What follows belongs to an exercise in optimizing a design on an open flow for small area, a short achievable clock period and few clock cycles; a production flow would make more cautious choices. Function was checked by simulation only, so behaviour that the tests miss may differ from the original.

## dec_unit
module dec_unit (
    input  wire         clk,
    input  wire         rst,         
    input  wire         in_valid,
    output wire         in_ready,
    input  wire [2:0]   op,          
    input  wire [2:0]   size,        
    input  wire [2:0]   dmode,       
    input  wire [4:0]   digits,      
    input  wire [127:0] a,           
    input  wire [127:0] m,           
    output reg          out_valid,
    output reg  [127:0] result,
    output reg  [127:0] breakage,
    output reg          flag_n,
    output reg          flag_z,
    output reg          flag_c,
    output reg          flag_v,
    output reg          dov,
    output reg          ddata
);
Size in the first run: ~13000 cells after synthesis.
Settings: LEC_CHECK=0, ABC_AREA=1, CAP_MARGIN=20, CORE_MARGIN=2, CORE_UTILIZATION=40, PLACE_DENSITY=0.6, SLEW_MARGIN=20; clock period 80.0 ns.
standard.sh (not shown) runs the stock make flow with config.mk's settings and CLKGATE_MAP_FILE= SYNTH_SCRIPT=/design/flow/synth_recipe.tcl, a recipe that flattens the netlist after the stock synthesis.
==> flow/flow/run.sh <==
#!/bin/bash
# The standard layout (the standard.sh, unchanged synthesis and steps), with
# one change: the port buffers that global placement inserts on every input and
# output are sky130_fd_sc_hd__buf_2 cells instead of the delay buffers
# (clkdlybuf4s50_1) that buffer_ports picks by default. The make output goes to
# standard.log; each ORFS step writes its own log under orfs/logs/.
set -euo pipefail
export BUFFER_PORTS_ARGS="-buffer_cell sky130_fd_sc_hd__buf_2"
bash standard.sh > standard.log 2>&1
The starting point finished but fails on max-capacitance violations.
Testbench counts at the start, summed over its fixed seeds: cycles 6,381.
Change:
==> flow/run.sh (new file) <==
#!/bin/bash
# synth_recipe.tcl (not shown) runs the flow's synth.tcl, then flattens the netlist and writes it again
# the make line also repeats each setting of config.mk as NAME=value (left out here)
make -C /OpenROAD-flow-scripts/flow DESIGN_CONFIG=/design/flow/config.mk WORK_HOME=/design/flow/orfs CLKGATE_MAP_FILE= SYNTH_SCRIPT=/design/flow/synth_recipe.tcl finish
removed: flow/flow/run.sh
removed: flow/standard.sh
What happened: This time the run produced a clean layout; die area is unchanged; sequential share of layout area is lower by 0.41 points; clock-buffer cell count is lower by 7; setup slack loses 0.36 ns; worst hold slack loses 0.025 ns.

---

Another version of the RTL of dec_unit (not shown whole).
For scale: ~550 flip-flops, ~540 I/O pins, roughly 82000 sq um of cells after synthesis.
## dec_unit
module dec_unit (
    input  wire         clk,
    input  wire         rst,         
    input  wire         in_valid,
    output wire         in_ready,
    input  wire [2:0]   op,          
    input  wire [2:0]   size,        
    input  wire [2:0]   dmode,       
    input  wire [4:0]   digits,      
    input  wire [127:0] a,           
    input  wire [127:0] m,           
    output reg          out_valid,
    output reg  [127:0] result,
    output reg  [127:0] breakage,
    output reg          flag_n,
    output reg          flag_z,
    output reg          flag_c,
    output reg          flag_v,
    output reg          dov,
    output reg          ddata
);
    localparam OP_DAD  = 3'd0, OP_DSB  = 3'd1, OP_DMUL = 3'd2, OP_DRND = 3'd3,
               OP_DCMP = 3'd4, OP_DVAL = 3'd5, OP_DCVB = 3'd6, OP_BCVD = 3'd7;
    function [3:0] m5;
        input [3:0] d;
        begin
            m5[3] = d[3] | (d[2] & (d[1] | d[0]));
            m5[2] = (d[2] & ~d[1] & ~d[0]) | (d[3] & d[0]);
            m5[1] = (d[1] & d[0]) | (d[1] & ~d[2]) | (d[3] & ~d[0]);
  ...
export LEC_CHECK = 0
export ABC_AREA = 1
export CAP_MARGIN = 30
export CORE_MARGIN = 2
export CORE_UTILIZATION = 60
export PLACE_DENSITY = 0.72
export SLEW_MARGIN = 30
create_clock -name core_clock -period 80.0 [get_ports {clk}]
==> flow/flow/run.sh <==
#!/bin/bash
# The standard layout (the standard.sh, unchanged synthesis and steps), with
# one change: the port buffers that global placement inserts on every input and
# output are sky130_fd_sc_hd__buf_2 cells instead of the delay buffers
# (clkdlybuf4s50_1) that buffer_ports picks by default. The make output goes to
# standard.log; each ORFS step writes its own log under orfs/logs/.
set -euo pipefail
export BUFFER_PORTS_ARGS="-buffer_cell sky130_fd_sc_hd__buf_2"
bash standard.sh > standard.log 2>&1
Testbench counts at the start, summed over its fixed seeds: cycles 5,902.
Then changed:
--- a/flow/flow/run.sh
+++ b/flow/flow/run.sh
@@ -4 +4 @@
-# output are sky130_fd_sc_hd__buf_2 cells instead of the delay buffers
+# output are sky130_fd_sc_hd__buf_1 cells instead of the delay buffers
@@ -8 +8 @@
-export BUFFER_PORTS_ARGS="-buffer_cell sky130_fd_sc_hd__buf_2"
+export BUFFER_PORTS_ARGS="-buffer_cell sky130_fd_sc_hd__buf_1"
Settings changed: CORE_UTILIZATION 60 to 40, PLACE_DENSITY 0.72 to 0.6.
Cell area increases by 0.59%.
Clock skew shrinks by 0.0072 ns.
Wire length rises by 1.8%.
Worst setup slack gets better by 0.15 ns.

port drivers added, routing unchanged:
Ports are ideal in the flow. The routed layouts listed here were re-timed in OpenROAD. Step 1 assumes that a clkbuf_16 drives the clock port and a buf_2 every other input. Step 2 adds t to the input delays and takes it off the output delays; t is the mean of the earliest and latest rising clock arrival at the registers after step 1. Input paths then give back, and output paths get back, about the clock's delay inside the block. a / b / c = ideal ports / drivers / drivers and shift; a / b = the first two.
run | shift t [ns] | setup WS [ns] | hold WS [ns] | worst register clock-pin slew, ns | pins driven straight from the clock port
the first run of note 1 | 0.865 | 62.193 / 62.093 / 62.407 | 0.494 / 0.494 / 0.494 | 0.08 / 0.08 | 1
the second run of note 1 | 0.914 | 61.828 / 61.721 / 61.816 | 0.469 / 0.469 / 0.469 | 0.10 / 0.10 | 1
the first run of note 2 | 0.847 | 61.274 / 61.274 / 61.034 | 0.472 / 0.472 / 0.472 | 0.08 / 0.08 | 1
the second run of note 2 | 0.871 | 61.420 / 61.492 / 60.621 | 0.488 / 0.488 / 0.488 | 0.08 / 0.08 | 1
The setup slack of the second run of note 2, which loses most, moves by +0.072 ns with the drivers and by -0.799 ns with both steps.
